What follows belongs to an exercise in optimizing a design on an open flow for small area, a short achievable clock period and few clock cycles per item; a production flow would make more cautious choices.
In this exercise RTL edits were held to simulation tests only and were not proved equivalent to the original.

==> flow/design.v (excerpt) <==
module skim_pixel (
    input  wire        clk,
    input  wire        rst,           
    input  wire        in_valid,
    output reg         in_ready,
    input  wire [13:0] in_code,       
    input  wire        in_ovr,        
    input  wire [15:0] in_tapm_ofs,   
    input  wire [15:0] in_tapm_gain,  
    input  wire [15:0] in_dark,       
    input  wire [15:0] in_gain,       
    input  wire        in_dead,       
    input  wire        in_bypass,     
    input  wire        in_last,       
    output reg         out_valid,
    input  wire        out_ready,
    output reg  [15:0] out_pix,
    output reg         out_sat,       
    output reg         out_dead,      
    output reg         out_nsat,      
    output reg         out_last
);
Settings: LEC_CHECK=0, CAP_MARGIN=20, CORE_MARGIN=2, CORE_UTILIZATION=40, CTS_CLUSTER_DIAMETER=400, CTS_CLUSTER_SIZE=100, SLEW_MARGIN=20, SYNTH_HIERARCHICAL=1; clock period 60.0 ns.
standard.sh (not shown) runs the stock make flow with config.mk's settings and CLKGATE_MAP_FILE= SYNTH_SCRIPT=/design/flow/synth_recipe.tcl, a recipe that flattens the netlist after the stock synthesis.
==> flow/flow/run.sh <==
#!/bin/bash
# The standard layout (standard synthesis included), with timing repair
# aiming at a 13 ns period instead of leaving the clock's 47 ns of slack unused,
# and small, fast port buffers. Each step's full output goes to ORFS's own logs
# under orfs/logs; make's output goes to standard.log.
set -euo pipefail
bash standard.sh SETUP_SLACK_MARGIN=47 "BUFFER_PORTS_ARGS=-buffer_cell sky130_fd_sc_hd__buf_1" finish > standard.log 2>&1
Testbench counts at the start, summed over its fixed seeds: cycles 32,733, items 30,720.
Then changed:
- CTS_CLUSTER_DIAMETER: 400 -> not set
- CTS_CLUSTER_SIZE: 100 -> not set
=> Cell area is unchanged; routed wire length is unchanged; sequential share of layout area stays the same; count of clock-buffer cells in the layout does not change.
Then changed:
- PLACE_DENSITY: not set -> 0.8
Result: The new run passed the timing, design-rule and antenna checks; via count came out higher by 0.86%; maximum frequency stays flat; synthesized cell count stays the same; sequential cell count stays the same; setup slack gets better by 0.012 ns; synthesized area is unchanged; cell area hardly moves; die area does not change.

========
JK:
skim_pixel, a different RTL version from the one above (not shown whole).
Size in the first run: about 2400 cells after synthesis, about 180 flip-flops, about 25000 µm² of cells after synthesis.
Design skim_pixel, start of the top module:
module skim_pixel (
    input  wire        clk,
    input  wire        rst,           
    input  wire        in_valid,
    output reg         in_ready,
    input  wire [13:0] in_code,       
    input  wire        in_ovr,        
    input  wire [15:0] in_tapm_ofs,   
    input  wire [15:0] in_tapm_gain,  
    input  wire [15:0] in_dark,       
    input  wire [15:0] in_gain,       
    input  wire        in_dead,       
    input  wire        in_bypass,     
    input  wire        in_last,       
    output reg         out_valid,
    input  wire        out_ready,
    output reg  [15:0] out_pix,
    output reg         out_sat,       
    output reg         out_dead,      
    output reg         out_nsat,      
    output reg         out_last
);
clock: 60.0 ns
lec_check: 0
cap_margin: 20
core_margin: 2
core_utilization: 40
cts_cluster_size: 80
slew_margin: 20
synth_hierarchical: 1
==> flow/flow/run.sh <==
#!/bin/bash
# The standard layout (standard synthesis included), with timing repair
# aiming at a 13 ns period instead of leaving the clock's 47 ns of slack unused,
# and faster port buffers. Each step's full output goes to ORFS's own logs
# under orfs/logs; make's output goes to standard.log.
set -euo pipefail
bash standard.sh SETUP_SLACK_MARGIN=47 "BUFFER_PORTS_ARGS=-buffer_cell sky130_fd_sc_hd__buf_1" finish > standard.log 2>&1
Testbench counts of JK, summed over its fixed seeds: cycles 32,733, items 30,720.
[inputs] MS vs JK
- a change of CORE_UTILIZATION from 40 to 60
- a deleted CTS_CLUSTER_SIZE that had been 80
--- a/flow/flow/run.sh
+++ b/flow/flow/run.sh
@@ -7 +7 @@
-bash standard.sh SETUP_SLACK_MARGIN=47 "BUFFER_PORTS_ARGS=-buffer_cell sky130_fd_sc_hd__buf_1" finish > standard.log 2>&1
+bash standard.sh SETUP_SLACK_MARGIN=47 "BUFFER_PORTS_ARGS=-buffer_cell sky130_fd_sc_hd__buf_2" finish > standard.log 2>&1
Re sequential portion of the cell area: MS is 0.16 points up on JK. Routed metal-1 wire length (higher): JK. Diff JK -> MS | cell area after layout | down slightly. Of MS and JK, it is MS that has the lower routed wire length. When the final numbers for JK and MS were put side by side, the post-layout instance count excluding filler cells turned out to be greater in JK. In the flow results for JK and MS, the count of non-CTS buffers in the layout is larger on MS. JK -> MS: critical path depth delta 0, exact match.

========
the previous run:
RTL: one of the versions met above, not the one the previous note started from.
Size in the first run: roughly 180 flip-flops, ~110 I/O pins, ~25000 um^2 of cells after synthesis.
export LEC_CHECK = 0
export CAP_MARGIN = 0
export CORE_MARGIN = 2
export CORE_UTILIZATION = 40
export SLEW_MARGIN = 0
export SYNTH_HIERARCHICAL = 1
create_clock -name core_clock -period 60.0 [get_ports {clk}]
==> flow/flow/run.sh <==
#!/bin/bash
# The standard layout (standard synthesis included), with timing repair
# aiming at a 13 ns period instead of leaving the clock's 47 ns of slack unused,
# and small, fast port buffers. Each step's full output goes to ORFS's own logs
# under orfs/logs; make's output goes to standard.log.
set -euo pipefail
bash standard.sh SETUP_SLACK_MARGIN=47 "BUFFER_PORTS_ARGS=-buffer_cell sky130_fd_sc_hd__buf_1" finish > standard.log 2>&1
The previous run finished every step from synthesis to the final layout, and the layout passed the timing, design-rule and antenna checks.
Testbench counts of the previous run, summed over its fixed seeds: cycles 32,733, items 30,720.
Input changes introduced in the current run (baseline for comparison: the previous run):
--- a/flow/config.mk
+++ b/flow/config.mk
@@ -6,7 +6,8 @@
 export NUM_CORES = 4
 export LEC_CHECK = 0
-export CAP_MARGIN = 0
+export CAP_MARGIN = 20
 export CORE_MARGIN = 2
 export CORE_UTILIZATION = 40
-export SLEW_MARGIN = 0
+export GPL_TIMING_DRIVEN = 0
+export SLEW_MARGIN = 20
 export SYNTH_HIERARCHICAL = 1
## What came out
Relative to the previous run, final wirelength increased by 4700 um in the current run.
The current run — largest fanout on the critical path 2 lower, the previous run as reference
Simple logic cell fraction of the synthesized area came out exactly the same in the current run and the previous run.
On setup slack of the critical path after layout, the lower figure sits with the previous run, not the current run.
The cell area of the current run exceeds that of the previous run by 1.4%.
Summary of the current run over the previous run: worst hold slack barely changed, post-detailed-placement half-perimeter wirelength climbed about 15%.

========
skim_pixel with an RTL version that a note above also has.
Size in the first run: ~2,400 cells after synthesis, about 180 flip-flops, roughly 110 I/O pins.
// skim_pixel
module skim_pixel (
    input  wire        clk,
    input  wire        rst,           
    input  wire        in_valid,
    output reg         in_ready,
    input  wire [13:0] in_code,       
    input  wire        in_ovr,        
    input  wire [15:0] in_tapm_ofs,   
    input  wire [15:0] in_tapm_gain,  
    input  wire [15:0] in_dark,       
    input  wire [15:0] in_gain,       
    input  wire        in_dead,       
    input  wire        in_bypass,     
    input  wire        in_last,       
    output reg         out_valid,
    input  wire        out_ready,
    output reg  [15:0] out_pix,
    output reg         out_sat,       
    output reg         out_dead,      
    output reg         out_nsat,      
    output reg         out_last
);
==> flow/config.mk <==
export PLATFORM = sky130hd
export DESIGN_NAME = skim_pixel
export DESIGN_NICKNAME = skim_pixel
export VERILOG_FILES = /design/flow/design.v
export SDC_FILE = /design/flow/constraint.sdc
export NUM_CORES = 4
export LEC_CHECK = 0
export CAP_MARGIN = 20
export CORE_MARGIN = 2
export CORE_UTILIZATION = 40
export CTS_CLUSTER_SIZE = 40
export SLEW_MARGIN = 20
export SYNTH_HIERARCHICAL = 1
==> flow/constraint.sdc <==
create_clock -name core_clock -period 60.0 [get_ports {clk}]
set_input_delay 12.0000 -clock core_clock [delete_from_list [all_inputs] [get_ports {clk}]]
set_output_delay 12.0000 -clock core_clock [all_outputs]
set_load 0.01 [all_outputs]
==> flow/flow/run.sh <==
#!/bin/bash
# The standard layout (standard synthesis included), with timing repair
# aiming at a 13 ns period instead of leaving the clock's 47 ns of slack unused,
# and faster port buffers. Each step's full output goes to ORFS's own logs
# under orfs/logs; make's output goes to standard.log.
set -euo pipefail
bash standard.sh SETUP_SLACK_MARGIN=47 "BUFFER_PORTS_ARGS=-buffer_cell sky130_fd_sc_hd__buf_1" finish > standard.log 2>&1
The baseline completed without violations.
Testbench counts at the start, summed over its fixed seeds: cycles 32,733, items 30,720.
Next try:
--- a/flow/flow/run.sh
+++ b/flow/flow/run.sh
@@ -7 +7 @@
-bash standard.sh SETUP_SLACK_MARGIN=47 "BUFFER_PORTS_ARGS=-buffer_cell sky130_fd_sc_hd__buf_1" finish > standard.log 2>&1
+bash standard.sh SETUP_SLACK_MARGIN=47 "BUFFER_PORTS_ARGS=-buffer_cell sky130_fd_sc_hd__buf_2" finish > standard.log 2>&1
--- a/flow/config.mk
+++ b/flow/config.mk
@@ -11 +10,0 @@
-export CTS_CLUSTER_SIZE = 40
=> Worst setup slack gets worse by 0.0037 ns; fmax is about the same; non-clock buffer count increases by 7; clock skew fell by 0.020 ns; final area is higher slightly; routed wire length is about the same; via count is higher slightly; register-to-register slack improves by 0.03 ns.

========
Setup of zinc:
skim_pixel again, from the RTL that the note above started with.
Design skim_pixel, start of the top module:
module skim_pixel (
    input  wire        clk,
    input  wire        rst,           
    input  wire        in_valid,
    output reg         in_ready,
    input  wire [13:0] in_code,       
    input  wire        in_ovr,        
    input  wire [15:0] in_tapm_ofs,   
    input  wire [15:0] in_tapm_gain,  
    input  wire [15:0] in_dark,       
    input  wire [15:0] in_gain,       
    input  wire        in_dead,       
    input  wire        in_bypass,     
    input  wire        in_last,       
    output reg         out_valid,
    input  wire        out_ready,
    output reg  [15:0] out_pix,
    output reg         out_sat,       
    output reg         out_dead,      
    output reg         out_nsat,      
    output reg         out_last
);
    reg        p0_v;
    reg [13:0] p0_code;
    reg [15:0] p0_ofs_n;              
    reg        p0_ovr;
    reg [15:0] p0_tg;
    reg [15:0] p0_dark_n;             
    reg [15:0] p0_gain;
    reg        p0_dead;
  ...
==> flow/config.mk <==
export PLATFORM = sky130hd
export DESIGN_NAME = skim_pixel
export DESIGN_NICKNAME = skim_pixel
export VERILOG_FILES = /design/flow/design.v
export SDC_FILE = /design/flow/constraint.sdc
export NUM_CORES = 4
export LEC_CHECK = 0
export CAP_MARGIN = 20
export CORE_MARGIN = 2
export CORE_UTILIZATION = 40
export CTS_BUF_LIST = sky130_fd_sc_hd__clkbuf_8
export SLEW_MARGIN = 20
export SYNTH_HIERARCHICAL = 1
==> flow/constraint.sdc <==
create_clock -name core_clock -period 60.0 [get_ports {clk}]
set_input_delay 12.0000 -clock core_clock [delete_from_list [all_inputs] [get_ports {clk}]]
set_output_delay 12.0000 -clock core_clock [all_outputs]
set_load 0.01 [all_outputs]
==> flow/flow/run.sh <==
#!/bin/bash
# The standard layout (standard synthesis included), with timing repair
# aiming at a 13 ns period instead of leaving the clock's 47 ns of slack unused,
# and faster port buffers. Each step's full output goes to ORFS's own logs
# under orfs/logs; make's output goes to standard.log.
set -euo pipefail
bash standard.sh SETUP_SLACK_MARGIN=47 "BUFFER_PORTS_ARGS=-buffer_cell sky130_fd_sc_hd__buf_2" finish > standard.log 2>&1
Testbench counts of zinc, summed over its fixed seeds: cycles 32,733, items 30,720.
Inputs modified between zinc and xenon:
- CTS_BUF_LIST no longer set, was sky130_fd_sc_hd__clkbuf_8
--- a/flow/flow/run.sh
+++ b/flow/flow/run.sh
@@ -6,2 +6,2 @@
 set -euo pipefail
-bash standard.sh SETUP_SLACK_MARGIN=47 "BUFFER_PORTS_ARGS=-buffer_cell sky130_fd_sc_hd__buf_2" finish > standard.log 2>&1
+bash standard.sh SETUP_SLACK_MARGIN=47 "BUFFER_PORTS_ARGS=-buffer_cell sky130_fd_sc_hd__buf_1" finish > standard.log 2>&1
- [compare] base=zinc new=xenon: synthesized area about even; slew at the pin with the worst max-slew slack went up 87 ps; die area neither gained nor lost much.
- Between xenon and zinc, it is xenon whose setup slack is higher, by 120 ps.
- Comparing xenon and zinc, part of the cycle the worst path needs is higher on zinc.
- Wire length: xenon < zinc

[port drivers added, routing unchanged]
In the flow no input, the clock included, has a driving cell. The finished layouts below were timed again as built, in two steps.
Step 1 (the two cells are an assumption about what drives the block):
set clk [get_ports {clk}]
set_driving_cell -lib_cell sky130_fd_sc_hd__clkbuf_16 $clk
set_driving_cell -lib_cell sky130_fd_sc_hd__buf_2 [delete_from_list [all_inputs] $clk]
Step 2 also shifts input and output timing later by t, the mid clock arrival at the registers, as if the neighbouring blocks saw the same clock.
a / b / c = no drivers / after step 1 / after step 2; a / b = the first two.
run | shift t [ns] | setup slack, ns | worst hold slack (ns)
the first run of note 1 | 0.553 | 46.853 / 46.798 / 46.668 | 0.421 / 0.421 / 0.421
the second run of note 1 | 0.553 | 46.853 / 46.798 / 46.668 | 0.421 / 0.421 / 0.421
the third run of note 1 | 0.541 | 46.865 / 46.812 / 46.564 | 0.422 / 0.422 / 0.422
JK | 0.555 | 46.878 / 46.822 / 46.716 | 0.427 / 0.427 / 0.427
MS | 0.518 | 46.864 / 46.807 / 46.687 | 0.421 / 0.421 / 0.421
the previous run | 0.554 | 46.838 / 46.783 / 46.666 | 0.421 / 0.421 / 0.421
the current run | 0.545 | 46.855 / 46.797 / 46.567 | 0.418 / 0.418 / 0.418
the first run of note 4 | 0.555 | 46.878 / 46.822 / 46.716 | 0.427 / 0.427 / 0.427
the second run of note 4 | 0.542 | 46.875 / 46.818 / 46.745 | 0.422 / 0.422 / 0.422
zinc | 0.617 | 46.762 / 46.708 / 46.752 | 0.430 / 0.430 / 0.430
xenon | 0.555 | 46.878 / 46.822 / 46.716 | 0.427 / 0.427 / 0.427
After both steps every run listed still meets setup and hold. For the third run of note 1, which loses most, drivers alone change the setup slack by -0.053 ns; drivers and shift together by -0.301 ns.
